Background: an optimization exercise with open tools, aiming at small area, a short achievable clock period and few clock cycles. Do not read the settings as production practice.
At most, simulation tests tie the RTL to the original design; equivalence was not proved.
For runs 1 and 4, only the layout was checked, not whether the RTL still works.
No activity file was given, so power comes from the tool's default toggle rates.

## flow/design.v (module list and top-level ports; edited modules follow where they fit)
// module lay_dpu: 471 lines
// module lay_mul: 985 lines
// module lay_add57: 380 lines
// module lay_add25: 138 lines
// module lay_cmp24: 52 lines
module lay_dpu (
    input  wire        clk,
    input  wire        rst,           
    input  wire        cmd_valid,
    output wire        cmd_ready,
    input  wire [5:0]  cmd_op,
    input  wire [1:0]  cmd_acc,       
    input  wire [1:0]  cmd_lanes,     
    input  wire [1:0]  cmd_part,      
    input  wire [2:0]  cmd_t,         
    input  wire        cmd_sat,
    input  wire        cmd_rnd,       
    input  wire        cmd_int,       
    input  wire        cmd_trk,       
    input  wire [23:0] cmd_a,
    input  wire [23:0] cmd_b,
    input  wire [23:0] cmd_c,
    input  wire [23:0] cmd_d,
    input  wire [23:0] cmd_e,
    output reg         rsp_valid,
    output reg  [23:0] rsp_data,
    output reg         rsp_annul,
    output reg  [5:0]  rsp_flags,
    output reg  [4:0]  rsp_bx
);
  // ...
==> flow/flow/run.sh <==
#!/bin/bash
# Layout flow: the standard flow (standard.sh), with ORFS's timing
# repair asked to leave a setup margin (so that it sizes and buffers the
# paths that set the achieved period) and the ports buffered with buf_2.
export SETUP_SLACK_MARGIN=14.8
export BUFFER_PORTS_ARGS="-buffer_cell sky130_fd_sc_hd__buf_2"
bash standard.sh > standard.log 2>&1
==> flow/standard.sh <==
#!/bin/bash
# synth_recipe.tcl (not shown) runs the flow's synth.tcl, then flattens the netlist and writes it again
# the make line also repeats each setting of config.mk as NAME=value (left out here)
make -C /OpenROAD-flow-scripts/flow DESIGN_CONFIG=/design/flow/config.mk WORK_HOME=/design/flow/orfs CLKGATE_MAP_FILE= SYNTH_SCRIPT=/design/flow/synth_recipe.tcl "${@:-finish}"
==> flow/config.mk <==
export PLATFORM = sky130hd
export DESIGN_NAME = lay_dpu
export DESIGN_NICKNAME = lay_dpu
export VERILOG_FILES = /design/flow/design.v
export SDC_FILE = /design/flow/constraint.sdc
export NUM_CORES = 8
export LEC_CHECK = 0
export ABC_AREA = 1
export CAP_MARGIN = 20
export CORE_MARGIN = 2
export CORE_UTILIZATION = 30
export PLACE_DENSITY = 0.5
export SLEW_MARGIN = 20
==> flow/constraint.sdc <==
create_clock -name core_clock -period 20.0 [get_ports {clk}]
set_input_delay 4.0000 -clock core_clock [delete_from_list [all_inputs] [get_ports {clk}]]
set_output_delay 4.0000 -clock core_clock [all_outputs]
set_load 0.01 [all_outputs]
==> impl_metrics.csv, run 1 <==
group,metric,value,unit
placed_design,placed_cells,10912,
layout,largest_class,"multi-input gates",
routing,top_layer,"met5",
layout,n_antenna_cell,2,
layout,instances_no_fill,11289,
power,internal_power,0.00470,W
worst_setup_path,crit_arrival,6.07,ns
global_route,grt-busiest-layer,"met2",
layout,final_cell_mix,"1999 x nand2_1, 953 x inv_1, 611 x o21ai_0",
routing,met2_length,139,mm
floorplanning,core,197000,sq um
timing,setup_ws,14.55,ns
worst_setup_path,path_max_fanout,14,
power,fin_total_pwr,0.00995,W
logic_synthesis,syn-instance-count,8458,
global_route,antenna_found_initial,15,
floorplanning,start_util,30.1,%
worst_setup_path,crit_path_frequent_cell,"nand2_2",
worst_setup_path,crit_start,"negabs0$_DFFE_PP_",
global_route,grt.total_usage,29.8,%
layout,final-seq-area,15400,sq um
timing,worst_slew_pin_slew,1.39,ns
clocking,cts_sinks,689,
global_route,grt_pass1_wl,439,mm
logic_synthesis,synthAdderAreaFrac,15.1,%
logic_synthesis,synth.top_cells.by_count,"2059 x nand2_1, 995 x inv_1, 682 x o21ai_0",
run,drv_cap,0,
logic_synthesis,synth_top_family_by_area,"simple AND/OR/NAND/NOR gates",
worst_setup_path,worstPathRequired,20.61,ns
clocking,ctsHoldBuffers,0,
logic_synthesis,synth_nets,9143,
logic_synthesis,synth_top_area_cell,"dfxtp_1",
worst_setup_path,cp_slowest_cell,"edfxtp_1",
run_status,status,"timing/DRC/antenna clean",
placed_design,io_buffers,179,
worst_setup_path,reg2reg_slack,14.55,ns
==> module lay_dpu, before the edit <==
module lay_dpu (
    input  wire        clk,
    input  wire        rst,           
    input  wire        cmd_valid,
    output wire        cmd_ready,
    input  wire [5:0]  cmd_op,
    input  wire [1:0]  cmd_acc,       
    input  wire [1:0]  cmd_lanes,     
    input  wire [1:0]  cmd_part,      
    input  wire [2:0]  cmd_t,         
    input  wire        cmd_sat,
    input  wire        cmd_rnd,       
    input  wire        cmd_int,       
    input  wire        cmd_trk,       
    input  wire [23:0] cmd_a,
    input  wire [23:0] cmd_b,
    input  wire [23:0] cmd_c,
    input  wire [23:0] cmd_d,
    input  wire [23:0] cmd_e,
    output reg         rsp_valid,
    output reg  [23:0] rsp_data,
    output reg         rsp_annul,
    output reg  [5:0]  rsp_flags,
    output reg  [4:0]  rsp_bx
);
    localparam OP_NOP   = 6'd0,  OP_MOV   = 6'd1,  OP_ADD   = 6'd2,
               OP_SUB   = 6'd3,  OP_CMP   = 6'd4,  OP_NEG   = 6'd5,
               OP_ABS   = 6'd6,  OP_MIN   = 6'd7,  OP_MAX   = 6'd8,
               OP_AND   = 6'd9,  OP_OR    = 6'd10, OP_XOR   = 6'd11,
               OP_NOT   = 6'd12, OP_TST   = 6'd13, OP_SHL   = 6'd14,
               OP_SHR   = 6'd15, OP_SHRL  = 6'd16, OP_CLAMP = 6'd17,
               OP_LERP  = 6'd18, OP_TLU   = 6'd19, OP_SCALE = 6'd20,
               OP_SCALEA= 6'd21, OP_STA   = 6'd22, OP_LDA   = 6'd23,
               OP_RDP   = 6'd24, OP_WRP   = 6'd25, OP_CLRA  = 6'd26,
               OP_MPY   = 6'd27, OP_MAC   = 6'd28, OP_MSU   = 6'd29,
               OP_RDF   = 6'd30, OP_WRF   = 6'd31, OP_RDBX  = 6'd32,
               OP_BXCLR = 6'd33;
    localparam FC = 0, FV = 1, FN = 2, FZ = 3, FS = 4, FBV = 5;
    reg        v0, rdy_q;
    reg [1:0]  k0;                    
    reg [5:0]  op0;
    reg [1:0]  n0, ln0, pt0;
    reg [2:0]  t0;
    reg        sat0, rnd0, int0, trk0;
    reg [23:0] a0, b0, c0, d0, e0;
    reg        x24;                   
    reg        lt0, lerp0;            
    reg        hz0, hz2_0;            
    reg        as_sub0, negabs0;      
    reg        msu0;
    reg        nrdy_o;
    assign cmd_ready = ~nrdy_o;
    wire in_mul   = (cmd_op == OP_MPY) | (cmd_op == OP_MAC) | (cmd_op == OP_MSU);
    wire in_multi = in_mul & ((cmd_lanes == 2'd1 & ~cmd_acc[0]) |
                              (cmd_lanes == 2'd2 & cmd_acc == 2'd0));
    wire in_lt    = (cmd_op == OP_LERP) | (cmd_op == OP_TLU);
    wire in_sc    = (cmd_op == OP_SCALE) | (cmd_op == OP_SCALEA);
    wire bx_hz2   = v0 & (((op0 == OP_STA) & trk0) | (op0 == OP_BXCLR));
    wire bx_hz    = bx_hz2 | (v1 & ((c_sta & trk1) | c_bxclr));
    wire [1:0] klast0 = hz2_0 ? 2'd2 : (hz0 | lt0 | ln0 == 2'd1) ? 2'd1 : 2'd3;
    always @(posedge clk) begin
        if (rst) begin
            v0    <= 1'b0;
            rdy_q  <= 1'b1;
            nrdy_o <= 1'b0;
            k0     <= 2'd0;
        end else if (!rdy_q) begin
            k0     <= k0 + 2'd1;
            rdy_q  <= (k0 + 2'd1 == klast0);
            nrdy_o <= ~(k0 + 2'd1 == klast0);
        end else begin
            v0     <= cmd_valid;
            k0     <= 2'd0;
            rdy_q  <= ~(cmd_valid & (in_multi | in_lt | (in_sc & bx_hz)));
            nrdy_o <= cmd_valid & (in_multi | in_lt | (in_sc & bx_hz));
        end
    end
    wire [24:0] lt_p = lerp0 ? {a0[23], a0} : {c0[23], c0};
    wire [24:0] lt_q = lerp0 ? {c0[23], c0} : {b0[23], b0};
    wire [24:0] lt_diff;
    lay_add25 u_ltd (.a(lt_p), .b(~lt_q), .cin(1'b1), .s(lt_diff));
    wire [7:0]  tlu_f   = (int0 | a0[23]) ? 8'd0 : a0[14:7];
    always @(posedge clk) begin
        pt0  <= cmd_part;
        trk0 <= cmd_trk;
        if (rdy_q) begin
            sat0    <= cmd_sat;
            t0      <= cmd_t;
            hz0     <= in_sc & bx_hz;
            hz2_0   <= in_sc & bx_hz2;
            rnd0    <= cmd_rnd;
            op0     <= cmd_op;
            n0      <= cmd_acc;
            ln0     <= cmd_lanes;
            int0    <= cmd_int;
            a0      <= cmd_a;
            b0      <= cmd_b;
            c0      <= cmd_c;
            d0      <= cmd_d;
            e0      <= cmd_e;
            x24     <= cmd_b[23];
            lt0     <= in_lt;
            lerp0   <= (cmd_op == OP_LERP);
            msu0    <= (cmd_op == OP_MSU);
            negabs0 <= (cmd_op == OP_NEG) | (cmd_op == OP_ABS);
            as_sub0 <= ~((cmd_op == OP_ADD) | (cmd_op == OP_ABS & ~cmd_a[23]));
        end else if (lt0) begin
            int0 <= 1'b1;
            a0   <= lerp0 ? b0 : {16'd0, tlu_f};
            b0   <= lt_diff[23:0];
            x24  <= lt_diff[24];
            if (!lerp0) c0 <= b0;
        end else if (!hz0) begin
            b0  <= c0;
            x24 <= c0[23];
            c0  <= d0;
            d0  <= e0;
        end
    end
    reg rst_q;
    always @(posedge clk) rst_q <= rst;
    wire mul_s1   = (op0 == OP_MPY) | (op0 == OP_MAC) | (op0 == OP_MSU);
    wire lok_s1   = (ln0 == 2'd0) | (ln0 == 2'd1 & ~n0[0]) | (ln0 == 2'd2 & n0 == 2'd0);
    wire rwp_s1   = (op0 == OP_RDP) | (op0 == OP_WRP);
    wire annul_s1 = (op0 > OP_BXCLR) | (mul_s1 & ~lok_s1) | (rwp_s1 & pt0 == 2'd3);
    wire [24:0] mx   = int0 ? {x24, b0} : {b0, 1'b0};
    wire        mneg = msu0;
    wire [24:0] mye = {a0, 1'b0};
    wire [11:0] bneg, bone, btwo;
    genvar gi;
    generate
        for (gi = 0; gi < 12; gi = gi + 1) begin : g_booth
            assign bneg[gi] = mye[2*gi+2] ^ mneg;
            assign bone[gi] = mye[2*gi+1] ^ mye[2*gi];
            assign btwo[gi] = (mye[2*gi+2] & ~mye[2*gi+1] & ~mye[2*gi]) |
                              (~mye[2*gi+2] & mye[2*gi+1] & mye[2*gi]);
        end
    endgenerate
    wire [56:0] ms, mc;
    lay_mul u_mul (.x(mx), .neg(bneg), .one(bone), .two(btwo), .s(ms), .c(mc));
    wire [23:0] as_x = negabs0 ? 24'd0 : a0;
    wire [23:0] as_y = (negabs0 ? a0 : b0) ^ {24{as_sub0}};
    wire [24:0] as_s;
    lay_add25 u_as (.a({1'b0, as_x}), .b({1'b0, as_y}), .cin(as_sub0), .s(as_s));
    wire as_ov  = (as_x[23] == as_y[23]) & (as_s[23] != as_x[23]);
    wire [23:0] as_lim = as_x[23] ? 24'h800000 : 24'h7FFFFF;
    wire [23:0] as_r   = (as_ov & sat0) ? as_lim : as_s[23:0];
    wire [23:0] a0f = {~a0[23], a0[22:0]};
    wire [23:0] b0f = {~b0[23], b0[22:0]};
    wire [23:0] c0f = {~c0[23], c0[22:0]};
    wire a_ge_c, c_ge_b;
    lay_cmp24 u_cac (.a(a0f), .b(~c0f), .cin(1'b1), .co(a_ge_c));
    lay_cmp24 u_ccb (.a(c0f), .b(~b0f), .cin(1'b1), .co(c_ge_b));
    wire a_lt_b = as_s[23] ^ as_ov;     
    wire c_gt_a = ~a_ge_c;
    wire c_lt_b = ~c_ge_b;
    wire clamp_c = c_gt_a & c_lt_b;           
    wire clamp_a = ~c_gt_a & a_lt_b;
    wire clamp_b = ~clamp_c & ~clamp_a;
    wire [23:0] clamp_r = clamp_c ? c0 : (clamp_a ? a0 : b0);
    reg [23:0] r_s1;
    reg        v_s1, c_s1, s_s1, wv_s1, wc_s1, zr_s1;
    always @* begin
        r_s1  = a0;
        v_s1  = 1'b0;
        c_s1  = 1'b0;
        s_s1  = 1'b0;
        wv_s1 = 1'b0;
        wc_s1 = 1'b0;
        zr_s1 = 1'b0;
        case (op0)
            OP_ADD, OP_SUB: begin
                r_s1  = as_r;
                v_s1  = as_ov;
                s_s1  = as_ov & sat0;
                c_s1  = as_s[24] ^ as_sub0;
                wv_s1 = 1'b1;
                wc_s1 = 1'b1;
            end
            OP_NEG, OP_ABS: begin
                r_s1  = as_r;
                v_s1  = as_ov;
                s_s1  = as_ov & sat0;
                wv_s1 = 1'b1;
            end
            OP_CMP: begin
                r_s1  = as_s[23:0];
                v_s1  = as_ov;
                c_s1  = ~as_s[24];
                wv_s1 = 1'b1;
                wc_s1 = 1'b1;
                zr_s1 = 1'b1;
            end
            OP_MIN:   r_s1 = a_lt_b ? a0 : b0;
            OP_MAX:   r_s1 = a_lt_b ? b0 : a0;
            OP_AND:   begin r_s1 = a0 & b0; wv_s1 = 1'b1; end
            OP_TST:   begin r_s1 = a0 & b0; wv_s1 = 1'b1; zr_s1 = 1'b1; end
            OP_OR:    begin r_s1 = a0 | b0; wv_s1 = 1'b1; end
            OP_XOR:   begin r_s1 = a0 ^ b0; wv_s1 = 1'b1; end
            OP_NOT:   begin r_s1 = ~a0;     wv_s1 = 1'b1; end
            OP_CLAMP: begin
                r_s1  = clamp_r;
                c_s1  = ~(clamp_c | (clamp_b & (b0 == c0)) | (clamp_a & (a0 == c0)));
                wv_s1 = 1'b1;
                wc_s1 = 1'b1;
            end
            OP_LERP, OP_TLU: r_s1 = c0;    
            default:  r_s1 = a0;
        endcase
    end
    wire [4:0] cnt_s1 = (b0[4:0] > 5'd24) ? 5'd24 : b0[4:0];
    wire [5:0] sh_s1  = {1'b0, bx_q} - {3'b000, t0};      
    wire [4:0] shamt_s1 = (op0 == OP_SHL) ? cnt_s1 :
                          (op0 == OP_SHR | op0 == OP_SHRL) ? 5'd24 - cnt_s1 :
                          ~sh_s1[5] ? sh_s1[4:0] :
                          (op0 == OP_SCALE) ? sh_s1[4:0] + 5'd24 : sh_s1[4:0] + 5'd8;
    wire [1:0] tg_s1  = n0 + (hz0 ? 2'd0 : k0);
    wire ok = ~annul_s1;
    reg        v1, last1, first1, int1, sat1, rnd1, trk1, annul1;
    reg        vf1, cf1, sf1, wv1, wc1, zr1;
    reg        c_alu, c_shl, c_shr, c_shrl, c_scale, c_scla, c_lerp, c_tlu,
               c_sta, c_lda, c_rdp, c_wrp, c_clra, c_mul, c_acc, c_rdf,
               c_wrf, c_rdbx, c_bxclr;
    reg [3:0]  ts1;                   
    reg [1:0]  pt1;
    reg [4:0]  shamt;
    reg        sh_neg, cnz1;
    reg [23:0] r1;                    
    reg [56:0] ms1, mc1;
    reg [55:0] acc_t;                 
    always @(posedge clk) begin
        if (rst_q) v1 <= 1'b0;
        else     v1 <= v0 & ~((lt0 | hz0) & ~rdy_q);
        last1   <= rdy_q;
        first1  <= (k0 == 2'd0);
        ts1     <= 4'b0001 << tg_s1;
        pt1     <= pt0;
        shamt   <= shamt_s1;
        sh_neg  <= sh_s1[5];
        int1    <= int0;
        sat1    <= sat0;
        rnd1    <= rnd0;
        trk1    <= trk0;
        annul1  <= annul_s1;
        c_alu   <= (op0 >= OP_MOV && op0 <= OP_CLAMP && op0 != OP_SHL &&
                    op0 != OP_SHR && op0 != OP_SHRL);
        c_shl   <= (op0 == OP_SHL);
        c_shr   <= (op0 == OP_SHR) | (op0 == OP_SHRL);
        c_shrl  <= (op0 == OP_SHRL);
        c_scale <= (op0 == OP_SCALE);
        c_scla  <= (op0 == OP_SCALEA);
        c_lerp  <= (op0 == OP_LERP);
        c_tlu   <= (op0 == OP_TLU);
        c_sta   <= (op0 == OP_STA);
        c_lda   <= (op0 == OP_LDA);
        c_rdp   <= (op0 == OP_RDP) & ok;
        c_wrp   <= (op0 == OP_WRP) & ok;
        c_clra  <= (op0 == OP_CLRA);
        c_mul   <= mul_s1 & ok;
        c_acc   <= (op0 == OP_MAC) | (op0 == OP_MSU);
        c_rdf   <= (op0 == OP_RDF);
        c_wrf   <= (op0 == OP_WRF);
        c_rdbx  <= (op0 == OP_RDBX);
        c_bxclr <= (op0 == OP_BXCLR);
        vf1     <= v_s1;
        cf1     <= c_s1;
        sf1     <= s_s1;
        wv1     <= wv_s1;
        wc1     <= wc_s1;
        zr1     <= zr_s1;
        cnz1    <= (cnt_s1 != 5'd0);
        r1      <= r_s1;
        ms1     <= ms;
        mc1     <= mc;
    end
    reg [55:0] acc0, acc1, acc2, acc3;
    reg        vacc_q;                
    reg        bv;                    
    wire [56:0] add_a = ({57{c_acc}}  & {acc_t[55], acc_t}) |
                        ({57{c_lerp}} & {{10{r1[23]}}, r1, rnd1, 22'd0}) |
                        ({57{c_tlu}}  & {25'd0, r1, rnd1, 7'd0});
    wire [56:0] csa_s = add_a ^ ms1 ^ mc1;
    wire [56:0] csa_c = (add_a & ms1) | (add_a & mc1) | (ms1 & mc1);
    wire [56:0] sum;
    lay_add57 u_add (.a(csa_s), .b({csa_c[55:0], 1'b0}), .cin(1'b0), .s(sum));
    wire lim_hi = ~sum[56] & (sum[55] | sum[54]);
    wire lim_lo =  sum[56] & ~(sum[55] & sum[54]);
    wire [55:0] mul_w = lim_hi ? {2'b00, {54{1'b1}}} :
                        lim_lo ? {2'b11, {54{1'b0}}} : sum[55:0];
    wire mul_hit = lim_hi | lim_lo;
    wire lerp_ov = ~((&sum[56:46]) | ~(|sum[56:46]));
    wire [23:0] lerp_r = (lerp_ov & sat1) ? (sum[56] ? 24'h800000 : 24'h7FFFFF) : sum[46:23];
    wire [23:0] tlu_r  = sum[31:8];
    wire [63:0] sh_in = c_scla ? {{8{acc_t[55]}}, acc_t} :
                        c_shrl ? {40'd0, r1} : {{40{r1[23]}}, r1};
    wire [63:0] sh_y  = sh_in << shamt;
    wire [23:0] eq24;
    wire [56:0] eq56;
    assign eq24[23] = 1'b1;
    assign eq56[56] = 1'b1;
    genvar gj;
    generate
        for (gj = 22; gj >= 0; gj = gj - 1) begin : g_eq24
            assign eq24[gj] = eq24[gj+1] & (r1[gj] == r1[23]);
        end
        for (gj = 55; gj >= 0; gj = gj - 1) begin : g_eq56
            assign eq56[gj] = eq56[gj+1] & (acc_t[gj] == acc_t[55]);
        end
    endgenerate
    wire ov24 = (shamt == 5'd0) ? 1'b0 :
                (shamt == 5'd24) ? ~(eq24[0] & ~r1[23]) : ~eq24[5'd23 - shamt];
    wire ov56 = ~eq56[6'd54 - {1'b0, shamt}];
    wire [23:0] shl_r  = (ov24 & sat1) ? (r1[23] ? 24'h800000 : 24'h7FFFFF) : sh_y[23:0];
    wire [23:0] shr_r  = sh_y[47:24];
    wire [55:0] scla_w = sh_neg ? sh_y[63:8] :
                         ov56 ? (acc_t[55] ? {2'b11, {54{1'b0}}} : {2'b00, {54{1'b1}}}) :
                         sh_y[55:0];
    wire [33:0] sta_v  = {acc_t[55], acc_t[55:23]} + {33'd0, rnd1};    
    wire sta_ovi = ~((&acc_t[55:23]) | ~(|acc_t[55:23]));
    wire sta_ovf = ~((&sta_v[33:24]) | ~(|sta_v[33:24]));
    wire sta_ov  = int1 ? sta_ovi : sta_ovf;
    wire sta_sg  = int1 ? acc_t[55] : sta_v[33];
    wire [23:0] sta_raw = int1 ? acc_t[23:0] : sta_v[24:1];
    wire        sta_sat = sta_ov & sat1;
    wire [23:0] sta_r = sta_sat ? (sta_sg ? 24'h800000 : 24'h7FFFFF) : sta_raw;
    wire [23:0] rdp_r = (pt1 == 2'd0) ? {{16{acc_t[55]}}, acc_t[55:48]} :
                        (pt1 == 2'd1) ? acc_t[47:24] : acc_t[23:0];
    wire [55:0] ld_w = (c_lda & int1) ? {{32{r1[23]}}, r1} : {{8{r1[23]}}, r1, 24'd0};
    wire [55:0] oth_w = c_scla ? scla_w :
                        (c_wrp & pt1 == 2'd0) ? {r1[7:0], acc_t[47:0]} :
                        (c_wrp & pt1 == 2'd2) ? {acc_t[55:24], r1} : ld_w;
    wire [55:0] acc_w = c_mul ? mul_w : oth_w;
    wire        wr_t  = c_mul | c_lda | c_wrp | (c_scla & bv);
    wire sc_l = c_scale & bv & ~sh_neg;      
    wire sc_r = c_scale & bv &  sh_neg;      
    wire [23:0] zv_s2 =
        ({24{c_alu | c_wrf}}     & r1)     |
        ({24{c_shl | sc_l}}      & shl_r)  |
        ({24{c_shr | sc_r}}      & shr_r)  |
        ({24{c_scale & ~bv}}     & r1)     |
        ({24{c_lerp}}            & lerp_r) |
        ({24{c_tlu}}             & tlu_r)  |
        ({24{c_sta}}             & sta_r)  |
        ({24{c_rdp}}             & rdp_r);
    wire scla_do = c_scla & bv;
    wire vacc_n  = (first1 ? 1'b0 : vacc_q) | mul_hit;
    wire w_zn  = c_alu | c_shl | c_shr | c_lerp | c_tlu | c_sta | (c_scale & bv);
    wire w_v   = (c_alu & wv1) | c_shl | c_shr | (c_scale & bv) | scla_do |
                 c_lerp | c_sta | c_mul;
    wire v_val = (c_alu & vf1) | ((c_shl | sc_l) & ov24) | (scla_do & ~sh_neg & ov56) |
                 (c_lerp & lerp_ov) | (c_sta & sta_ov) | (c_mul & vacc_n);
    wire w_c   = (c_alu & wc1) | ((c_shl | c_shr) & cnz1);
    wire c_val = (c_alu & cf1) | (c_shl & sh_y[24]) | (c_shr & sh_y[23]);
    wire s_set = (c_alu & sf1) | ((c_shl | sc_l) & ov24 & sat1) |
                 (scla_do & ~sh_neg & ov56) | (c_lerp & lerp_ov & sat1) |
                 (c_sta & sta_sat) | (c_mul & vacc_n);
    wire [3:0] ts_s1 = 4'b0001 << tg_s1;
    reg  [55:0] acc_s1;
    always @* begin
        case (tg_s1)
            2'd0:    acc_s1 = acc0;
            2'd1:    acc_s1 = acc1;
            2'd2:    acc_s1 = acc2;
            default: acc_s1 = acc3;
        endcase
    end
    wire byp_w = v1 & wr_t & ((ts1 & ts_s1) != 4'd0);
    wire byp_c = v1 & c_clra & ((r1[3:0] & ts_s1) != 4'd0);
    always @(posedge clk)
        acc_t <= byp_w ? acc_w : (byp_c ? 56'd0 : acc_s1);
    reg        v2, annul2, rz2, rdf2, rdbx2, wzn2, scla2, zsc2, nsc2;
    reg        wv2, vv2, wc2, cv2, ss2, trk2, bxclr2, wrf2;
    reg [23:0] zv2;
    always @(posedge clk) begin
        if (rst_q) begin
            acc0   <= 56'd0;
            acc1   <= 56'd0;
            acc2   <= 56'd0;
            acc3   <= 56'd0;
            bv     <= 1'b0;
            v2     <= 1'b0;
        end else begin
            v2 <= v1 & last1;
            if (v1) begin
                if (wr_t & ts1[0]) acc0 <= acc_w; else if (c_clra & r1[0]) acc0 <= 56'd0;
                if (wr_t & ts1[1]) acc1 <= acc_w; else if (c_clra & r1[1]) acc1 <= 56'd0;
                if (wr_t & ts1[2]) acc2 <= acc_w; else if (c_clra & r1[2]) acc2 <= 56'd0;
                if (wr_t & ts1[3]) acc3 <= acc_w; else if (c_clra & r1[3]) acc3 <= 56'd0;
                vacc_q <= vacc_n;
                if (c_sta & trk1) bv <= 1'b1;
                if (c_bxclr)      bv <= 1'b0;
                if (c_wrf)        bv <= r1[FBV];
            end
        end
        annul2 <= annul1;
        rz2    <= zr1 | annul1 | c_wrf;
        rdf2   <= c_rdf;
        rdbx2  <= c_rdbx;
        wzn2   <= w_zn;
        scla2  <= scla_do;
        zsc2   <= (scla_w == 56'd0);
        nsc2   <= scla_w[55];
        wv2    <= w_v;
        vv2    <= v_val;
        wc2    <= w_c;
        cv2    <= c_val;
        ss2    <= s_set;
        trk2   <= c_sta & trk1;
        bxclr2 <= c_bxclr;
        wrf2   <= c_wrf;
        zv2    <= zv_s2;
    end
    reg [5:0]  f_q;
    reg [4:0]  bx_q;
    wire [31:0] rsb_d = {zv2[22:0] ^ {23{zv2[23]}}, 9'h100};
    wire        rsb_z4 = ~|rsb_d[31:16];
    wire [15:0] rsb_d4 = rsb_z4 ? rsb_d[15:0] : rsb_d[31:16];
    wire        rsb_z3 = ~|rsb_d4[15:8];
    wire [7:0]  rsb_d3 = rsb_z3 ? rsb_d4[7:0] : rsb_d4[15:8];
    wire        rsb_z2 = ~|rsb_d3[7:4];
    wire [3:0]  rsb_d2 = rsb_z2 ? rsb_d3[3:0] : rsb_d3[7:4];
    wire        rsb_z1 = ~|rsb_d2[3:2];
    wire [1:0]  rsb_d1 = rsb_z1 ? rsb_d2[1:0] : rsb_d2[3:2];
    wire        rsb_z0 = ~rsb_d1[1];
    wire [4:0]  rsb    = {rsb_z4, rsb_z3, rsb_z2, rsb_z1, rsb_z0};
    reg  [5:0] f_n;
    reg  [4:0] bx_n;
    always @* begin
        f_n  = f_q;
        bx_n = bx_q;
        if (wzn2) begin
            f_n[FZ] = (zv2 == 24'd0);
            f_n[FN] = zv2[23];
        end
        if (scla2) begin
            f_n[FZ] = zsc2;
            f_n[FN] = nsc2;
        end
        if (wv2) f_n[FV] = vv2;
        if (wc2) f_n[FC] = cv2;
        if (ss2) f_n[FS] = 1'b1;
        if (trk2) begin
            f_n[FBV] = 1'b1;
            if (rsb < bx_q) bx_n = rsb;
        end
        if (bxclr2) begin
            f_n[FBV] = 1'b0;
            bx_n = 5'd23;
        end
        if (wrf2) f_n = zv2[5:0];
    end
    always @(posedge clk) begin
        if (rst_q) begin
            f_q       <= 6'd0;
            bx_q      <= 5'd23;
            rsp_valid <= 1'b0;
        end else begin
            rsp_valid <= v2;
            if (v2) begin
                f_q       <= f_n;
                bx_q      <= bx_n;
                rsp_flags <= f_n;
                rsp_bx    <= bx_n;
            end
        end
        rsp_data  <= rdf2  ? {18'd0, f_q} :
                     rdbx2 ? {19'd0, bx_q} :
                     rz2   ? 24'd0 : zv2;
        rsp_annul <= annul2;
    end
endmodule
==> inputs of run 2 (changes only) <==
--- a/flow/design.v
+++ b/flow/design.v
@@ -148,10 +148,11 @@
     wire [23:0] a0f = {~a0[23], a0[22:0]};
     wire [23:0] b0f = {~b0[23], b0[22:0]};
     wire [23:0] c0f = {~c0[23], c0[22:0]};
-    wire a_ge_c, c_ge_b;
+    wire a_ge_b, a_ge_c, c_ge_b;
+    lay_cmp24 u_cab (.a(a0f), .b(~b0f), .cin(1'b1), .co(a_ge_b));
     lay_cmp24 u_cac (.a(a0f), .b(~c0f), .cin(1'b1), .co(a_ge_c));
     lay_cmp24 u_ccb (.a(c0f), .b(~b0f), .cin(1'b1), .co(c_ge_b));
-    wire a_lt_b = as_s[23] ^ as_ov;     
+    wire a_lt_b = ~a_ge_b;
     wire c_gt_a = ~a_ge_c;
     wire c_lt_b = ~c_ge_b;
     wire clamp_c = c_gt_a & c_lt_b;           
==> flow/flow/run.sh (replaced) <==
#!/bin/bash
# Layout flow: the standard flow (standard.sh), with ORFS's timing
# repair asked to leave a setup margin (so that it sizes and buffers the
# paths that set the achieved period) and the ports buffered with buf_4.
export SETUP_SLACK_MARGIN=14.8
export BUFFER_PORTS_ARGS="-buffer_cell sky130_fd_sc_hd__buf_4"
bash standard.sh > standard.log 2>&1
--- a/flow/config.mk
+++ b/flow/config.mk
@@ -9,5 +9,7 @@
 export CAP_MARGIN = 20
 export CORE_MARGIN = 2
 export CORE_UTILIZATION = 30
+export CTS_BUF_LIST = sky130_fd_sc_hd__clkbuf_8
+export CTS_CLUSTER_SIZE = 20
 export PLACE_DENSITY = 0.5
 export SLEW_MARGIN = 20
==> run 2 against run 1 <==
Compared with the run above:
- still clean
- register-to-register slack better by 0.30 ns
- worst hold slack worse by 0.0074 ns
- global-route usage is 2.0 points lower
- clock skew is 0.017 ns lower
- synthesized cell count is 0.76% higher
- maximum frequency is 0.88% higher
- die area is 1.1% higher
- cell count is 0.21% higher
- sequential share of layout area is 0.35 points higher
- power is 3.9% lower
- final area is 1.4% lower
- worst setup slack better by 0.048 ns
- largest cell class unchanged
==> impl_metrics.csv, run 2 <==
group,metric,value,unit
routing,vias_per_cell,5.58,
placed_design,place_hpwl,212,mm
run_status,status,"timing/DRC/antenna clean",
timing,fin_skew,0.0527,ns
hold_path,whs_path_depth,0,
global_route,grt-ovfl-total,0,
global_route,grt_pass1_vias,59222,
global_route,grt_pass1_wl,419,mm
timing,tns,0,ns
logic_synthesis,synthArstFlopShare,0,%
floorplanning,dieWidth,451,microns
logic_synthesis,synth.top_cells.by_count,"2025 x nand2_1, 1012 x inv_1, 642 x o21ai_0",
timing,rsz0062_at_grt,"true",
global_route,grt.total_usage,27.8,%
timing,setup_violations,0,
clocking,cts_tree,"yes",
logic_synthesis,synth_cell_types,69,
layout,drive_gt1_share,11.9,%
routing,first_iter_violations,7935,
hold_path,min_path_type,"register to register",
logic_synthesis,synth-edff-count,156,
power,p_leak,29.6,nW
logic_synthesis,synth-warning-count,1,
placed_design,dpl_cell_area,64100,sq um
logic_synthesis,synth_most_common_cell,"nand2_1",
floorplanning,die_height,451,microns
layout,area_delta_synth_final,15.2,%
global_route,grt_max_degree,225,
worst_setup_path,endpoint_kind,"primary output",
floorplanning,pin_count,180,
floorplanning,start_util,30.1,%
worst_setup_path,cp.depth,1,
layout,fin_nets,9261,
logic_synthesis,synth_flop_cell,"dfxtp_1",
worst_setup_path,path_class,"register to primary output",
logic_synthesis,syn_avg_cell_area,7.03,sq um
layout,final_cell_mix,"1982 x nand2_1, 1011 x inv_1, 608 x o21ai_0",
clocking,clk_latency,0.89,ns
logic_synthesis,synth_area_leaders,"dfxtp_1 18%, nand2_1 13%, fa_1 9.6%, edfxtp_1 7.8%, inv_1 6.3%",
routing,drcViolationCount,0,
worst_setup_path,ff2ff_path_depth,14,
logic_synthesis,synth-seq-cells,689,
timing,fin_crit_sh,27.0,%
clocking,cts_root_buf,"clkbuf_8",
worst_setup_path,path_delay_family,"flip-flops",
clocking,cts_sinks,689,
timing,drv_slew,0,
routing,antenna_left,0,
timing,clock.fmax,185,MHz
floorplanning,core,199000,sq um
worst_setup_path,cp_slowest_cell,"edfxtp_1",
logic_synthesis,syn-instance-count,8522,
clocking,cts-buffers-inserted,119,
worst_setup_path,start_kind,"register",
placed_design,io_buffers,179,
logic_synthesis,synth_nets,9230,
worst_setup_path,path_max_fanout,1,
worst_setup_path,cp_slowest_stage_delay,0.39,ns
logic_synthesis,ys_seq_area_share,25.6,%
timing,worst_slew_pin_slew,1.27,ns
layout,design_area,69000,sq um
clocking,cts_max_level,3,
timing,hold_viol,0,
floorplanning,rows,164,
timing,layout_min_cycle_time,5.41,ns
timing,timing.slew.headroom,15.6,%
clocking,clkTransAtPathRegs,0.06,ns
power,ir_drop,161,uV
power,power_density,138,nW/um^2
floorplanning,fp.dieArea,203000,sq um
logic_synthesis,synth_top_area_cell,"dfxtp_1",
global_route,antenna_found_initial,20,
placed_design,gp_congestion,1.13,
worst_setup_path,cp_cell_sequence,"buf_6",
logic_synthesis,synthDominantCellAreaShare,17.8,%
worst_setup_path,worstPathRequired,16.00,ns
routing,routed_wirelength,299,mm
routing,drt-pass1-iter-count,12,
run,drv_cap,0,
worst_setup_path,crit_arrival,1.41,ns
routing,wl_per_cell,26.4,microns
worst_setup_path,cp_num_buf_inv,1,
layout,layout_commonest_cell,"nand2_1",
routing,num_vias,63121,
logic_synthesis,syn-cell-area,59900,sq um
clocking,clock_path_buffers,3,
-- run 2: cell count changes after synthesis, moves of 24 or more --
cell	change
ha_1	+24
o21ai_1	+29
nand2_1	-34
clkbuf_1	+26
o21ai_0	-40
a221oi_1	-35
o22ai_1	+48
-- run 2: through the flow --
step                util (%)  instances  worst slack [ns]  hold slack (ns)  total power (W)
floorplan                  -       8522             15.06            0.310          0.00502
global placement        32.2      10952             13.05            0.318          0.00758
detailed placement      32.2      10952             13.00            0.314          0.00760
CTS                     33.9      11219             14.47            0.317          0.00914
global route            34.6      11301             14.51            0.332           0.0101
finish                  34.6      11313             14.59            0.319          0.00956
-- run 2: worst paths after layout --
| kind | start | end | slack [ns] |
|---|---|---|---|
| setup / recovery | rsp_flags[3]$_DFFE_PP_ | rsp_flags[3] | 14.59 |
| hold / removal | rnd0$_DFFE_PP_ | rnd1$_DFF_P_ | 0.32 |
| setup reg to reg | c_scla$_DFF_P_ | zv2[2]$_DFF_P_ | 14.85 |
| hold reg to reg | rnd0$_DFFE_PP_ | rnd1$_DFF_P_ | 0.32 |
-- run 2: repair_timing --
action	in CTS	in global routing
endpoints found under the hold margin	0	0
pin swaps	6	34
buffers inserted	48	66
resized for setup	190	207
gates cloned	8	14
endpoints found under the setup margin	391	398
hold buffers	0	0
-- run 2: cell type report --
| cell class | count | area (sq um) |
|---|---|---|
| flip-flops and latches | 689 | 15500 |
| diodes | 14 | 35.0 |
| clock buffers | 131 | 1800 |
| fillers | 21421 | 130000 |
| repair inverters | 8 | 63.8 |
| inverters | 1055 | 4130 |
| multi-input cells | 6231 | 39800 |
| repair buffers | 449 | 3720 |
| well taps | 2656 | 3320 |
| clock inverters | 80 | 654 |
-- run 2: routing by layer --
| metal | vias up | share of wire (%) | global-route usage [%] |
|---|---|---|---|
| met5 | - | 0.050 | 0.189 |
| li1 | 28366 | - | - |
| met4 | 16 | 7.1 | 16.8 |
| met2 | 3630 | 44 | 43.2 |
| met3 | 942 | 9.8 | 6.29 |
| met1 | 30167 | 39 | 35.0 |
-- run 2: cells by family after synthesis --
family          synth area share (%)
buf+inv                         10.3
compound gates                  20.7
mux                            0.651
xor+xnor                        6.62
simple gates                    20.7
fa+ha+maj                       15.4
flops                           25.6
-- run 2: power breakdown --
| group | internal (W) | switching (W) |
|---|---|---|
| clock | 0.000713 | 0.000658 |
| sequential | 0.00165 | 0.000120 |
| combinational | 0.00207 | 0.00435 |
Testbench counts of run 2, summed over its fixed seeds: cycles 11,502.
==> inputs of run 3 (changes only) <==
--- a/flow/config.mk
+++ b/flow/config.mk
@@ -9,7 +9,7 @@
 export CAP_MARGIN = 20
 export CORE_MARGIN = 2
 export CORE_UTILIZATION = 30
-export CTS_BUF_LIST = sky130_fd_sc_hd__clkbuf_8
-export CTS_CLUSTER_SIZE = 20
+export CTS_CLUSTER_DIAMETER = 120
+export CTS_CLUSTER_SIZE = 22
 export PLACE_DENSITY = 0.5
 export SLEW_MARGIN = 20
==> run 3 against run 2 <==
Compared with the run above:
- cell count is 1.4% lower
- final area is 2.1% lower
- count of clock-buffer cells in the layout is 80 lower
- sequential share of layout area is 0.46 points higher
- sequential power hardly changed
- largest cell class unchanged
- utilization is 0.74 points lower
- critical endpoint unchanged
- sequential cell count stayed put
- highest routed layer unchanged
==> impl_metrics.csv, run 3 <==
group,metric,value,unit
timing,hold_viol,0,
timing,drv_slew,0,
global_route,grt_max_degree,225,
layout,drive_gt1_share,10.3,%
logic_synthesis,synth_most_common_cell,"nand2_1",
global_route,grt_pass1_vias,58260,
timing,clock.fmax,192,MHz
clocking,clk_latency,0.68,ns
floorplanning,die_height,451,microns
logic_synthesis,synth_simple_gate_area_share,20.7,%
routing,wl_per_cell,26.5,microns
logic_synthesis,synthAdderAreaFrac,15.4,%
global_route,antenna_found_initial,16,
logic_synthesis,synth_area_leaders,"dfxtp_1 18%, nand2_1 13%, fa_1 9.6%, edfxtp_1 7.8%, inv_1 6.3%",
logic_synthesis,syn_avg_cell_area,7.03,sq um
worst_setup_path,cp_slowest_cell,"edfxtp_1",
routing,first_iter_violations,8088,
power,ir_drop,159,uV
logic_synthesis,synth.top_cells.by_count,"2025 x nand2_1, 1012 x inv_1, 642 x o21ai_0",
timing,worst_slew_pin_slew,1.19,ns
routing,vias_per_cell,5.58,
power,p_leak,28.8,nW
routing,drt-pass1-iter-count,8,
clocking,cts_max_level,2,
logic_synthesis,syn-cell-area,59900,sq um
worst_setup_path,reg2reg_slack,14.81,ns
logic_synthesis,synth_compound_area_share,20.7,%
worst_setup_path,worstPathRequired,16.00,ns
hold_path,min_from,"c_rdf$_DFF_P_",
global_route,grt-ovfl-total,0,
clocking,clock_path_buffers,3,
logic_synthesis,synth_top_area_cell,"dfxtp_1",
worst_setup_path,rr_startpoint,"int0$_SDFFCE_PN1P_",
routing,routed_wirelength,296,mm
worst_setup_path,crit_start,"rsp_flags[3]$_DFFE_PP_",
placed_design,place_hpwl,212,mm
logic_synthesis,synthArstFlopShare,0,%
floorplanning,core,199000,sq um
power,internal_power,0.00407,W
worst_setup_path,start_kind,"register",
timing,fin_crit_sh,26.1,%
placed_design,gp_congestion,1.13,
clocking,cts_sinks,689,
layout,fillers,21555,
timing,rsz0062_at_grt,"true",
clocking,ctsHoldBuffers,0,
layout,final_cell_mix,"1993 x nand2_1, 968 x inv_1, 614 x o21ai_0",
logic_synthesis,synth_flop_cell,"dfxtp_1",
routing,drcViolationCount,0,
layout,fin_nets,9182,
global_route,grt_pass1_wl,417,mm
run_status,status,"timing/DRC/antenna clean",
floorplanning,rows,164,
floorplanning,pin_count,180,
logic_synthesis,synth-seq-cells,689,
placed_design,dpl_cell_area,64100,sq um
layout,area_delta_synth_final,12.7,%
worst_setup_path,path_delay_family,"flip-flops",
worst_setup_path,crit_arrival,1.21,ns
power,p_sw_share,54.8,%
logic_synthesis,synth_top_family_by_area,"simple AND/OR/NAND/NOR gates",
power,power_density,133,nW/um^2
logic_synthesis,synth_cell_types,69,
timing,tns,0,ns
floorplanning,fp.dieArea,203000,sq um
logic_synthesis,ys_seq_area_share,25.6,%
power,clkPwrFrac,10.4,%
worst_setup_path,cp_cell_sequence,"buf_6",
worst_setup_path,path_class,"register to primary output",
logic_synthesis,synth-warning-count,1,
placed_design,io_buffers,179,
logic_synthesis,synthMuxAreaShare,0.651,%
clocking,clkTransAtPathRegs,0.08,ns
layout,design_area,67600,sq um
timing,setup_violations,0,
worst_setup_path,endpoint_kind,"primary output",
power,pwr-share-seq,19.5,%
floorplanning,start_util,30.1,%
floorplanning,dieWidth,451,microns
hold_path,min_path_type,"register to register",
clocking,cts-buffers-inserted,40,
routing,num_vias,62239,
routing,antenna_left,0,
clocking,cts_root_buf,"clkbuf_16",
worst_setup_path,cp_slowest_stage_delay,0.42,ns
clocking,cts_tree,"yes",
logic_synthesis,synth_nets,9230,
run,drv_cap,0,
timing,timing.slew.headroom,18.3,%
timing,layout_min_cycle_time,5.21,ns
logic_synthesis,yosys.area_share.xor_xnor,6.62,%
power,combPwrFrac,70.1,%
worst_setup_path,cp_num_buf_inv,1,
logic_synthesis,syn-instance-count,8522,
power,p_switching,0.00494,W
timing,fin_skew,0.0494,ns
logic_synthesis,synth-edff-count,156,
logic_synthesis,synthDominantCellAreaShare,17.8,%
layout,layout_commonest_cell,"nand2_1",
worst_setup_path,path_max_fanout,1,
global_route,grt.total_usage,27.6,%
==> run 3: changes by cell type in the layout (fill, tap and decap cells not counted), sizes merged <==
| cell | previous run | this run |
|---|---|---|
| diode | 14 | 8 |
| clkinv | 51 | 31 |
| buf | 446 | 450 |
| inv | 1037 | 989 |
| clkinvlp | 47 | 49 |
| bufinv | 8 | 1 |
| clkbuf | 134 | 52 |
==> run 3: power groups by stage <==
stage	Combinational (W)	Sequential, W	Clock [W]
3_5_place_dp	0.00581	0.00179	0
2_1_floorplan	0.00330	0.00172	0
3_3_place_gp	0.00579	0.00179	0
4_1_cts	0.00597	0.00176	0.000951
6_report	0.00631	0.00176	0.000932
5_1_grt	0.00678	0.00177	0.000993
==> run 3: area by class of cell <==
| class | count | area, sq um | share of cell area, % |
|---|---|---|---|
| antenna | 8 | 20.0 | 0.0296 |
| clock buffer | 51 | 1060 | 1.57 |
| clock inverter | 9 | 143 | 0.211 |
| inverter | 1055 | 4170 | 6.17 |
| multi-input combinational | 6231 | 39700 | 58.8 |
| sequential | 689 | 15400 | 22.9 |
| tap | 2656 | 3320 | 4.92 |
| timing repair buffer | 451 | 3630 | 5.38 |
| timing repair inverter | 6 | 38.8 | 0.0574 |
==> run 3: cell families (layout without fill, tap and decap cells) <==
family / Yosys count / after routing
flip-flops: 689 / 689
other: 0 / 8
XOR/XNOR: 453 / 453
multiplexers: 39 / 39
adder cells (fa/ha/maj): 566 / 566
buffers and inverters: 1613 / 1572
AND/OR/NAND/NOR: 3047 / 3052
AO/OA/AOI/OAI: 2115 / 2121
==> run 3: repair_timing <==
item | in CTS | in global routing
endpoints found under the setup margin | 367 | 369
setup buffers | 38 | 80
cloned | 8 | 10
pin swaps | 9 | 20
gates resized for setup | 141 | 184
==> run 3: worst paths after layout <==
check | endpoint | cells past startpoint
setup / recovery | rsp_flags[3] | 1
hold / removal | rdf2$_DFF_P_ | 0
setup reg to reg | ms1[28]$_DFF_P_ | 13
hold reg to reg | rdf2$_DFF_P_ | 0
==> run 3: routing by layer <==
layer,track usage [%],up-vias,routed length [microns]
li1,-,28135,-
met1,35.3,29806,117000
met2,43.4,3471,130000
met3,5.62,819,28600
met4,15.4,8,19900
met5,0,-,60
==> run 3: through the flow <==
stage | hold WS, ns | utilization, % | power (W) | setup slack (ns) | instances
floorplan | 0.310 | - | 0.00502 | 15.06 | 8522
CTS | 0.335 | 33.2 | 0.00867 | 14.74 | 11058
global placement | 0.318 | 32.2 | 0.00758 | 13.05 | 10952
finish | 0.332 | 33.9 | 0.00900 | 14.79 | 11156
detailed placement | 0.314 | 32.2 | 0.00760 | 13.00 | 10952
global route | 0.348 | 33.9 | 0.00954 | 14.69 | 11148
==> inputs of run 4 (changes only) <==
--- a/flow/design.v
+++ b/flow/design.v
@@ -228,7 +228,6 @@
     reg        sh_neg, cnz1;
     reg [23:0] r1;                    
     reg [56:0] ms1, mc1;
-    reg [55:0] acc_t;                 
     always @(posedge clk) begin
         if (rst_q) v1 <= 1'b0;
         else     v1 <= v0 & ~((lt0 | hz0) & ~rdy_q);
@@ -276,6 +275,8 @@
     end
     reg [55:0] acc0, acc1, acc2, acc3;
     reg        vacc_q;                
+    wire [55:0] acc_t = ({56{ts1[0]}} & acc0) | ({56{ts1[1]}} & acc1) |
+                        ({56{ts1[2]}} & acc2) | ({56{ts1[3]}} & acc3);
     reg        bv;                    
     wire [56:0] add_a = ({57{c_acc}}  & {acc_t[55], acc_t}) |
                         ({57{c_lerp}} & {{10{r1[23]}}, r1, rnd1, 22'd0}) |
@@ -355,20 +356,6 @@
     wire s_set = (c_alu & sf1) | ((c_shl | sc_l) & ov24 & sat1) |
                  (scla_do & ~sh_neg & ov56) | (c_lerp & lerp_ov & sat1) |
                  (c_sta & sta_sat) | (c_mul & vacc_n);
-    wire [3:0] ts_s1 = 4'b0001 << tg_s1;
-    reg  [55:0] acc_s1;
-    always @* begin
-        case (tg_s1)
-            2'd0:    acc_s1 = acc0;
-            2'd1:    acc_s1 = acc1;
-            2'd2:    acc_s1 = acc2;
-            default: acc_s1 = acc3;
-        endcase
-    end
-    wire byp_w = v1 & wr_t & ((ts1 & ts_s1) != 4'd0);
-    wire byp_c = v1 & c_clra & ((r1[3:0] & ts_s1) != 4'd0);
-    always @(posedge clk)
-        acc_t <= byp_w ? acc_w : (byp_c ? 56'd0 : acc_s1);
     reg        v2, annul2, rz2, rdf2, rdbx2, wzn2, scla2, zsc2, nsc2;
     reg        wv2, vv2, wc2, cv2, ss2, trk2, bxclr2, wrf2;
     reg [23:0] zv2;
--- a/flow/config.mk
+++ b/flow/config.mk
@@ -9,7 +9,5 @@
 export CAP_MARGIN = 20
 export CORE_MARGIN = 2
 export CORE_UTILIZATION = 30
-export CTS_CLUSTER_DIAMETER = 120
-export CTS_CLUSTER_SIZE = 22
 export PLACE_DENSITY = 0.5
 export SLEW_MARGIN = 20
==> run 4 against run 3 <==
Compared with the run above:
- combinational power up 27%
- non-clock buffer count up 140
- sequential share of layout area down 2.8 points
- via count up 1.6%
- largest power group unchanged
==> impl_metrics.csv, run 4 <==
group,metric,value,unit
timing,layout_min_cycle_time,5.40,ns
floorplanning,fp.dieArea,199000,sq um
timing,hold_viol,0,
logic_synthesis,synth_top_area_cell,"dfxtp_1",
layout,design_area,71300,sq um
global_route,grt-ovfl-total,0,
global_route,grt.total_usage,30.9,%
clocking,cts_root_buf,"clkbuf_16",
layout,fin_util,36.7,%
power,ir_drop,262,uV
logic_synthesis,synth_most_common_cell,"nand2_1",
timing,fin_crit_sh,27.0,%
placed_design,io_buffers,179,
worst_setup_path,path_max_fanout,7,
timing,fin_skew,0.0585,ns
worst_setup_path,ff2ff_path_depth,20,
routing,drcViolationCount,0,
clocking,clkTransAtPathRegs,0.06,ns
logic_synthesis,synth-edff-count,156,
clocking,clk_latency,0.73,ns
layout,layout_commonest_cell,"nand2_1",
hold_path,whs_path_depth,0,
routing,top_layer,"met5",
routing,num_vias,63262,
worst_setup_path,worstPathRequired,20.48,ns
logic_synthesis,synth_cell_types,79,
floorplanning,dieWidth,446,microns
timing,worst_slew_pin_slew,1.26,ns
routing,wl_met1,127,mm
layout,final_cell_mix,"1797 x nand2_1, 914 x inv_1, 537 x o21ai_0",
timing,clock.fmax,185,MHz
power,fin_total_pwr,0.0111,W
routing,first_iter_violations,7487,
timing,setup_violations,0,
floorplanning,start_util,30.1,%
hold_path,min_path_type,"register to register",
clocking,cts_max_level,3,
logic_synthesis,ys_seq_area_share,24.3,%
logic_synthesis,synth_nets,9050,
global_route,grt_max_degree,100,
global_route,grt_pass1_wl,446,mm
clocking,cts_tree,"yes",
logic_synthesis,synthArstFlopShare,0,%
placed_design,place_hpwl,223,mm
run_status,status,"timing/DRC/antenna clean",
routing,met3WireLength,28.9,mm
routing,vias_per_cell,5.70,
clocking,cts-buffers-inserted,77,
timing,tns,0,ns
timing,setup_ws,14.60,ns
logic_synthesis,synth-seq-cells,633,
layout,area_delta_synth_final,21.7,%
worst_setup_path,cp_slowest_stage_delay,0.70,ns
routing,routed_wirelength,320,mm
placed_design,dpl_cell_area,62600,sq um
floorplanning,core,194000,sq um
routing,drt-pass1-iter-count,7,
worst_setup_path,path_delay_family,"compound AO/OA/AOI/OAI gates",
routing,antenna_left,0,
logic_synthesis,syn-cell-area,58500,sq um
routing,wl_per_cell,28.8,microns
worst_setup_path,crit_arrival,5.88,ns
clocking,clock_path_buffers,3,
global_route,grt_pass1_vias,59651,
logic_synthesis,syn_avg_cell_area,7.02,sq um
logic_synthesis,synth_flop_cell,"dfxtp_1",
layout,fin_nets,9193,
placed_design,gp_congestion,1.07,
worst_setup_path,cp_cell_sequence,"buf_12 > buf_16 > a22o_1 > nor2_4 > inv_2 > a22oi_2 > fa_1 > inv_1 > ha_1 > a21oi_1 > o31ai_2 > a21oi_2 > o31ai_4 > buf_4 > buf_4 > fa_1 > xnor2_1 > o22ai_1 > nor3_1 > nand4_1",
logic_synthesis,synthDominantCellAreaShare,16.3,%
timing,timing.slew.headroom,15.2,%
logic_synthesis,synth.top_cells.by_count,"1908 x nand2_1, 972 x inv_1, 591 x o21ai_0",
worst_setup_path,endpoint_kind,"register",
layout,drive_gt1_share,17.0,%
clocking,ctsHoldBuffers,0,
logic_synthesis,syn-instance-count,8342,
routing,met2_length,140,mm
worst_setup_path,start_kind,"register",
clocking,cts_sinks,633,
floorplanning,die_height,446,microns
worst_setup_path,cp_num_buf_inv,6,
worst_setup_path,cp_slowest_cell,"xnor2_1",
floorplanning,rows,162,
global_route,antenna_found_initial,15,
run,drv_cap,0,
logic_synthesis,synth_area_leaders,"dfxtp_1 16%, nand2_1 12%, fa_1 9.8%, edfxtp_1 8.0%, inv_1 6.2%",
power,power_density,156,nW/um^2
worst_setup_path,path_class,"register to register",
timing,rsz0062_at_grt,"true",
power,p_leak,30.8,nW
placed_design,pre_cts_slack,12.20,ns
worst_setup_path,cp.depth,20,
timing,drv_slew,0,
floorplanning,pin_count,180,
logic_synthesis,synth-warning-count,1,
-- run 4: changes by cell type after synthesis, sizes merged, moves of 33 or more --
cell and change:
nand2 -104, nor2 +69, a221oi -58, dfxtp -56
inv -39, o21ai -38, clkbuf -37, nand3 +37
a22oi +33
-- run 4: per-layer routing --
metal	global-route usage [%]	up-vias
li1	-	28063
met1	39.5	30702
met2	47.8	3592
met3	6.02	895
met4	19.5	10
met5	0	-
-- run 4: layout make-up --
type	count	area [sq um]
Timing Repair Buffer	591	5620
Clock buffer	97	2100
Sequential cell	633	14300
Timing Repair inverter	2	12.5
Clock inverter	36	368
Multi-Input combinational cell	6156	41700
Tap cell	2542	3180
Antenna cell	10	25.0
Inverter	1024	4000
Fill cell	20644	123000
-- run 4: metrics by stage --
stage / cells / hold slack [ns]
floorplan: 8342 / 0.310
global placement: 10700 / 0.318
detailed placement: 10701 / 0.312
CTS: 10981 / 0.327
global route: 11081 / 0.329
finish: 11091 / 0.327
-- run 4: cell families after synthesis --
group,synth area share (%)
AOI/OAI and AO/OA,20.9
muxes,0.496
adders and majority gates,15.8
buffers and inverters,10.4
DFF,24.3
xor gates and xnor gates,6.60
and+or+nand+nor,21.5
-- run 4: report_power, final --
| part | switching, W | leakage, nW | internal (W) |
|---|---|---|---|
| Combinational | 0.00532 | 24.0 | 0.00271 |
| Sequential | 0.000131 | 5.55 | 0.00154 |
| Clock | 0.000639 | 1.21 | 0.000792 |
| Total | 0.00609 | 30.8 | 0.00505 |
-- run 4: worst paths after layout --
check                     from             end  slack [ns]
min reg2reg     rnd0$_DFFE_PP_    rnd1$_DFF_P_        0.33
min             rnd0$_DFFE_PP_    rnd1$_DFF_P_        0.33
max reg2reg  ts1[1]$_SDFF_PP0_  zv2[9]$_DFF_P_       14.60
max          ts1[1]$_SDFF_PP0_  zv2[9]$_DFF_P_       14.60
-- run 4: repair_timing --
item | in CTS | in global routing
resized for setup | 521 | 417
pin swaps | 134 | 152
setup endpoints to repair | 327 | 319
gates cloned | 26 | 6
buffers inserted | 121 | 93
==> inputs of run 5 (changes only) <==
--- a/flow/design.v
+++ b/flow/design.v
@@ -45,7 +45,7 @@
     reg [23:0] a0, b0, c0, d0, e0;
     reg        x24;                   
     reg        lt0, lerp0;            
-    reg        hz0, hz2_0;            
+    reg        hz0;                   
     reg        as_sub0, negabs0;      
     reg        msu0;
     reg        nrdy_o;
@@ -55,9 +55,8 @@
                               (cmd_lanes == 2'd2 & cmd_acc == 2'd0));
     wire in_lt    = (cmd_op == OP_LERP) | (cmd_op == OP_TLU);
     wire in_sc    = (cmd_op == OP_SCALE) | (cmd_op == OP_SCALEA);
-    wire bx_hz2   = v0 & (((op0 == OP_STA) & trk0) | (op0 == OP_BXCLR));
-    wire bx_hz    = bx_hz2 | (v1 & ((c_sta & trk1) | c_bxclr));
-    wire [1:0] klast0 = hz2_0 ? 2'd2 : (hz0 | lt0 | ln0 == 2'd1) ? 2'd1 : 2'd3;
+    wire bx_hz    = v0 & (((op0 == OP_STA) & trk0) | (op0 == OP_BXCLR));
+    wire [1:0] klast0 = (hz0 | lt0 | ln0 == 2'd1) ? 2'd1 : 2'd3;
     always @(posedge clk) begin
         if (rst) begin
             v0    <= 1'b0;
@@ -87,7 +86,6 @@
             sat0    <= cmd_sat;
             t0      <= cmd_t;
             hz0     <= in_sc & bx_hz;
-            hz2_0   <= in_sc & bx_hz2;
             rnd0    <= cmd_rnd;
             op0     <= cmd_op;
             n0      <= cmd_acc;
@@ -209,8 +207,9 @@
             default:  r_s1 = a0;
         endcase
     end
+    wire [4:0] bx_fwd;                 
     wire [4:0] cnt_s1 = (b0[4:0] > 5'd24) ? 5'd24 : b0[4:0];
-    wire [5:0] sh_s1  = {1'b0, bx_q} - {3'b000, t0};      
+    wire [5:0] sh_s1  = {1'b0, bx_fwd} - {3'b000, t0};    
     wire [4:0] shamt_s1 = (op0 == OP_SHL) ? cnt_s1 :
                           (op0 == OP_SHR | op0 == OP_SHRL) ? 5'd24 - cnt_s1 :
                           ~sh_s1[5] ? sh_s1[4:0] :
@@ -228,6 +227,7 @@
     reg        sh_neg, cnz1;
     reg [23:0] r1;                    
     reg [56:0] ms1, mc1;
+    reg [55:0] acc_t;                 
     always @(posedge clk) begin
         if (rst_q) v1 <= 1'b0;
         else     v1 <= v0 & ~((lt0 | hz0) & ~rdy_q);
@@ -275,8 +275,6 @@
     end
     reg [55:0] acc0, acc1, acc2, acc3;
     reg        vacc_q;                
-    wire [55:0] acc_t = ({56{ts1[0]}} & acc0) | ({56{ts1[1]}} & acc1) |
-                        ({56{ts1[2]}} & acc2) | ({56{ts1[3]}} & acc3);
     reg        bv;                    
     wire [56:0] add_a = ({57{c_acc}}  & {acc_t[55], acc_t}) |
                         ({57{c_lerp}} & {{10{r1[23]}}, r1, rnd1, 22'd0}) |
@@ -356,6 +354,20 @@
     wire s_set = (c_alu & sf1) | ((c_shl | sc_l) & ov24 & sat1) |
                  (scla_do & ~sh_neg & ov56) | (c_lerp & lerp_ov & sat1) |
                  (c_sta & sta_sat) | (c_mul & vacc_n);
+    wire [3:0] ts_s1 = 4'b0001 << tg_s1;
+    reg  [55:0] acc_s1;
+    always @* begin
+        case (tg_s1)
+            2'd0:    acc_s1 = acc0;
+            2'd1:    acc_s1 = acc1;
+            2'd2:    acc_s1 = acc2;
+            default: acc_s1 = acc3;
+        endcase
+    end
+    wire byp_w = v1 & wr_t & ((ts1 & ts_s1) != 4'd0);
+    wire byp_c = v1 & c_clra & ((r1[3:0] & ts_s1) != 4'd0);
+    always @(posedge clk)
+        acc_t <= byp_w ? acc_w : (byp_c ? 56'd0 : acc_s1);
     reg        v2, annul2, rz2, rdf2, rdbx2, wzn2, scla2, zsc2, nsc2;
     reg        wv2, vv2, wc2, cv2, ss2, trk2, bxclr2, wrf2;
     reg [23:0] zv2;
@@ -413,6 +425,7 @@
     wire [4:0]  rsb    = {rsb_z4, rsb_z3, rsb_z2, rsb_z1, rsb_z0};
     reg  [5:0] f_n;
     reg  [4:0] bx_n;
+    assign bx_fwd = v2 ? bx_n : bx_q;
     always @* begin
         f_n  = f_q;
         bx_n = bx_q;
--- a/flow/config.mk
+++ b/flow/config.mk
@@ -9,5 +9,7 @@
 export CAP_MARGIN = 20
 export CORE_MARGIN = 2
 export CORE_UTILIZATION = 30
+export CTS_CLUSTER_DIAMETER = 120
+export CTS_CLUSTER_SIZE = 22
 export PLACE_DENSITY = 0.5
 export SLEW_MARGIN = 20
==> run 5 against run 4 <==
Compared with the run above:
- still clean
- clock power down 35%
- maximum frequency up 2.4%
- global-route usage down 2.4 points
- count of clock-buffer cells in the layout down 46
- critical path depth down 3
- combinational power down 13%
- largest cell class unchanged
- highest routed layer unchanged
==> impl_metrics.csv, run 5 <==
group,metric,value,unit
run_status,status,"timing/DRC/antenna clean",
hold_path,min_from,"annul2$_DFF_P_",
placed_design,pre_cts_slack,13.68,ns
worst_setup_path,path_delay_family,"compound AO/OA/AOI/OAI gates",
worst_setup_path,cp_cell_sequence,"buf_4 > clkinvlp_4 > ha_1 > nor2_1 > a221oi_1 > nand2_1 > nand2_1 > a21oi_1 > o2111ai_1 > nand2_2 > nor2_1 > clkinv_2 > o22ai_1 > a2111oi_0 > o211ai_1 > nor2_1 > a21oi_1",
hold_path,min_delay_worst_endpoint,"rsp_annul$_DFF_P_",
floorplanning,start_util,30.2,%
global_route,grt_max_degree,100,
logic_synthesis,synthDominantCellAreaShare,17.9,%
worst_setup_path,cp.depth,17,
layout,design_area,68100,sq um
layout,multi_input_area,39900,sq um
power,ir_drop,180,uV
power,power_density,142,nW/um^2
logic_synthesis,syn-cell-area,59500,sq um
timing,fin_crit_sh,26.4,%
routing,met3WireLength,29.8,mm
worst_setup_path,path_class,"register to register",
logic_synthesis,synth-edff-count,155,
logic_synthesis,ys_seq_area_share,25.7,%
run,drv_cap,0,
logic_synthesis,synth_most_common_cell,"nand2_1",
hold_path,min_path_type,"register to register",
layout,drive_gt1_share,11.8,%
worst_setup_path,rr_startpoint,"a0[7]$_DFFE_PP_",
worst_setup_path,ff2ff_path_depth,17,
clocking,ctsHoldBuffers,0,
clocking,clock_path_buffers,3,
timing,clock.fmax,190,MHz
timing,hold_viol,0,
routing,met2_length,132,mm
floorplanning,die_height,449,microns
worst_setup_path,worstPathRequired,20.51,ns
floorplanning,fp.dieArea,202000,sq um
logic_synthesis,synthArstFlopShare,0,%
layout,fin_nets,9134,
logic_synthesis,synth-warning-count,1,
hold_path,whs_path_depth,0,
routing,drt-pass1-iter-count,9,
layout,final_cell_mix,"1931 x nand2_1, 942 x inv_1, 621 x o21ai_0",
logic_synthesis,synth_area_leaders,"dfxtp_1 18%, nand2_1 13%, fa_1 9.7%, edfxtp_1 7.8%, inv_1 6.1%",
layout,area_delta_synth_final,14.4,%
routing,vias_per_cell,5.60,
worst_setup_path,crit_path_frequent_cell,"nor2_1",
global_route,antenna_found_initial,30,
logic_synthesis,synth.top_cells.by_count,"1983 x nand2_1, 974 x inv_1, 648 x o21ai_0",
logic_synthesis,syn-instance-count,8407,
logic_synthesis,synth_nets,9115,
worst_setup_path,endpoint_kind,"register",
clocking,clkTransAtPathRegs,0.11,ns
logic_synthesis,synth_top_area_cell,"dfxtp_1",
routing,top_layer,"met5",
floorplanning,dieWidth,449,microns
routing,routed_wirelength,305,mm
layout,layout_commonest_cell,"nand2_1",
timing,worst_slew_pin_slew,1.32,ns
placed_design,io_buffers,179,
placed_design,gp_congestion,1.16,
worst_setup_path,cp_slowest_stage_delay,0.67,ns
worst_setup_path,r2r-end,"r1[11]$_DFF_P_",
timing,layout_min_cycle_time,5.28,ns
floorplanning,core,197000,sq um
timing,timing.slew.headroom,11.3,%
global_route,grt_pass1_vias,58839,
floorplanning,rows,163,
clocking,cts-buffers-inserted,41,
timing,setup_violations,0,
worst_setup_path,start_kind,"register",
timing,tns,0,ns
clocking,cts_sinks,688,
power,p_leak,28.9,nW
global_route,grt-ovfl-total,0,
routing,first_iter_violations,7588,
worst_setup_path,crit_arrival,5.79,ns
routing,num_vias,62220,
routing,wl_met1,122,mm
timing,rsz0062_at_grt,"true",
layout,fillers,21340,
routing,wl_per_cell,27.5,microns
timing,drv_slew,0,
worst_setup_path,reg2reg_slack,14.72,ns
floorplanning,pin_count,180,
placed_design,dpl_cell_area,63900,sq um
clocking,cts_max_level,2,
clocking,cts_root_buf,"clkbuf_16",
clocking,clk_latency,0.67,ns
clocking,cts_tree,"yes",
global_route,grt_pass1_wl,427,mm
worst_setup_path,cp_slowest_cell,"nor2_1",
global_route,grt.total_usage,28.6,%
placed_design,place_hpwl,217,mm
logic_synthesis,syn_avg_cell_area,7.08,sq um
power,fin_total_pwr,0.00968,W
logic_synthesis,synth_flop_cell,"dfxtp_1",
layout,final-seq-area,15400,sq um
logic_synthesis,synth-seq-cells,688,
layout,fin_util,34.5,%
timing,fin_skew,0.0242,ns
routing,drcViolationCount,0,
logic_synthesis,synth_cell_types,74,
worst_setup_path,cp_num_buf_inv,3,
routing,antenna_left,0,
worst_setup_path,crit_start,"a0[7]$_DFFE_PP_",
timing,setup_ws,14.72,ns
worst_setup_path,path_max_fanout,19,
## run 5: through the flow
step                hold slack (ns)  std cells
floorplan                     0.310       8407
global placement              0.314      10868
detailed placement            0.314      10868
CTS                           0.335      10975
global route                  0.346      11084
finish                        0.329      11105
## run 5: logic make-up after synthesis
family	Yosys count	synth area share, %
xor+xnor	446	6.56
flops	688	25.7
buf+inv	1575	10.2
mux	38	0.639
fa+ha+maj	566	15.5
compound gates	2142	21.2
simple gates	2952	20.2
## run 5: worst max-delay path by stage
stage | end | slack [ns]
6_report | r1[11]$_DFF_P_ | 14.72
5_1_grt | shamt[4]$_DFF_P_ | 14.70
4_1_cts | acc1[32]$_SDFFE_PP0P_ | 14.73
3_5_place_dp | acc1[32]$_SDFFE_PP0P_ | 13.68
3_3_place_gp | acc1[5]$_SDFFE_PP0P_ | 13.67
2_1_floorplan | rdy_q$_SDFF_PP1_ | 14.89
## run 5: repair_timing
item / in CTS / in global routing
pin swaps: 16 / 65
gates cloned: 6 / 13
resized for setup: 148 / 273
setup buffers: 40 / 96
endpoints found under the setup margin: 388 / 376
## run 5: report_power, final
group          switching, W  internal (W)  total (W)
clock network      0.000538      0.000391   0.000929
registers          0.000101       0.00164    0.00175
logic               0.00473       0.00228    0.00701
## run 5: area by class of cell
type,count,share of cell area [%]
inverters,1038,5.98
clock buffers,51,1.56
well taps,2640,4.85
flip-flops and latches,688,22.6
multi-input cells,6154,58.6
diodes,21,0.0771
repair buffers,500,6.15
clock inverters,10,0.198
repair inverters,3,0.0257
## run 5: per-layer routing
| metal | up-vias | global-route usage (%) |
|---|---|---|
| met4 | 10 | 16.1 |
| met5 | - | 0.308 |
| met2 | 3420 | 44.2 |
| met1 | 29965 | 36.6 |
| li1 | 27976 | - |
| met3 | 849 | 6.42 |
Testbench counts of run 5, summed over its fixed seeds: cycles 11,472.

## port drivers added, routing unchanged
Ports are ideal in the flow. The routed layouts listed here were re-timed in OpenROAD.
Step 1, drivers: a clkbuf_16 drives clk and a buf_2 each remaining input, both assumed.
Step 2, shift: input delay + t, output delay - t, t = (earliest + latest rising clock arrival at the registers) / 2. This alone moves slack from input paths to output paths.
a / b / c = ideal ports / drivers / drivers and shift; a / b = the first two.
| run | t (ns) | setup WS [ns] | hold WS [ns] | slew at the worst register clock pin (ns) | pins driven straight from the clock port |
|---|---|---|---|---|---|
| run 1 | 0.808 | 14.545 / 14.545 / 14.545 | 0.327 / 0.327 / 0.327 | 0.08 / 0.08 | 1 |
| run 2 | 0.939 | 14.593 / 14.517 / 14.810 | 0.319 / 0.319 / 0.319 | 0.08 / 0.08 | 1 |
| run 3 | 0.730 | 14.786 / 14.708 / 14.814 | 0.332 / 0.332 / 0.332 | 0.11 / 0.11 | 1 |
| run 4 | 0.777 | 14.598 / 14.598 / 14.327 | 0.327 / 0.327 / 0.327 | 0.08 / 0.08 | 1 |
| run 5 | 0.736 | 14.725 / 14.715 / 14.406 | 0.329 / 0.329 / 0.329 | 0.11 / 0.11 | 1 |
After both steps setup and hold are still met in every run listed. For run 5, which loses most, drivers alone change the setup slack by -0.010 ns; drivers and shift together by -0.319 ns.
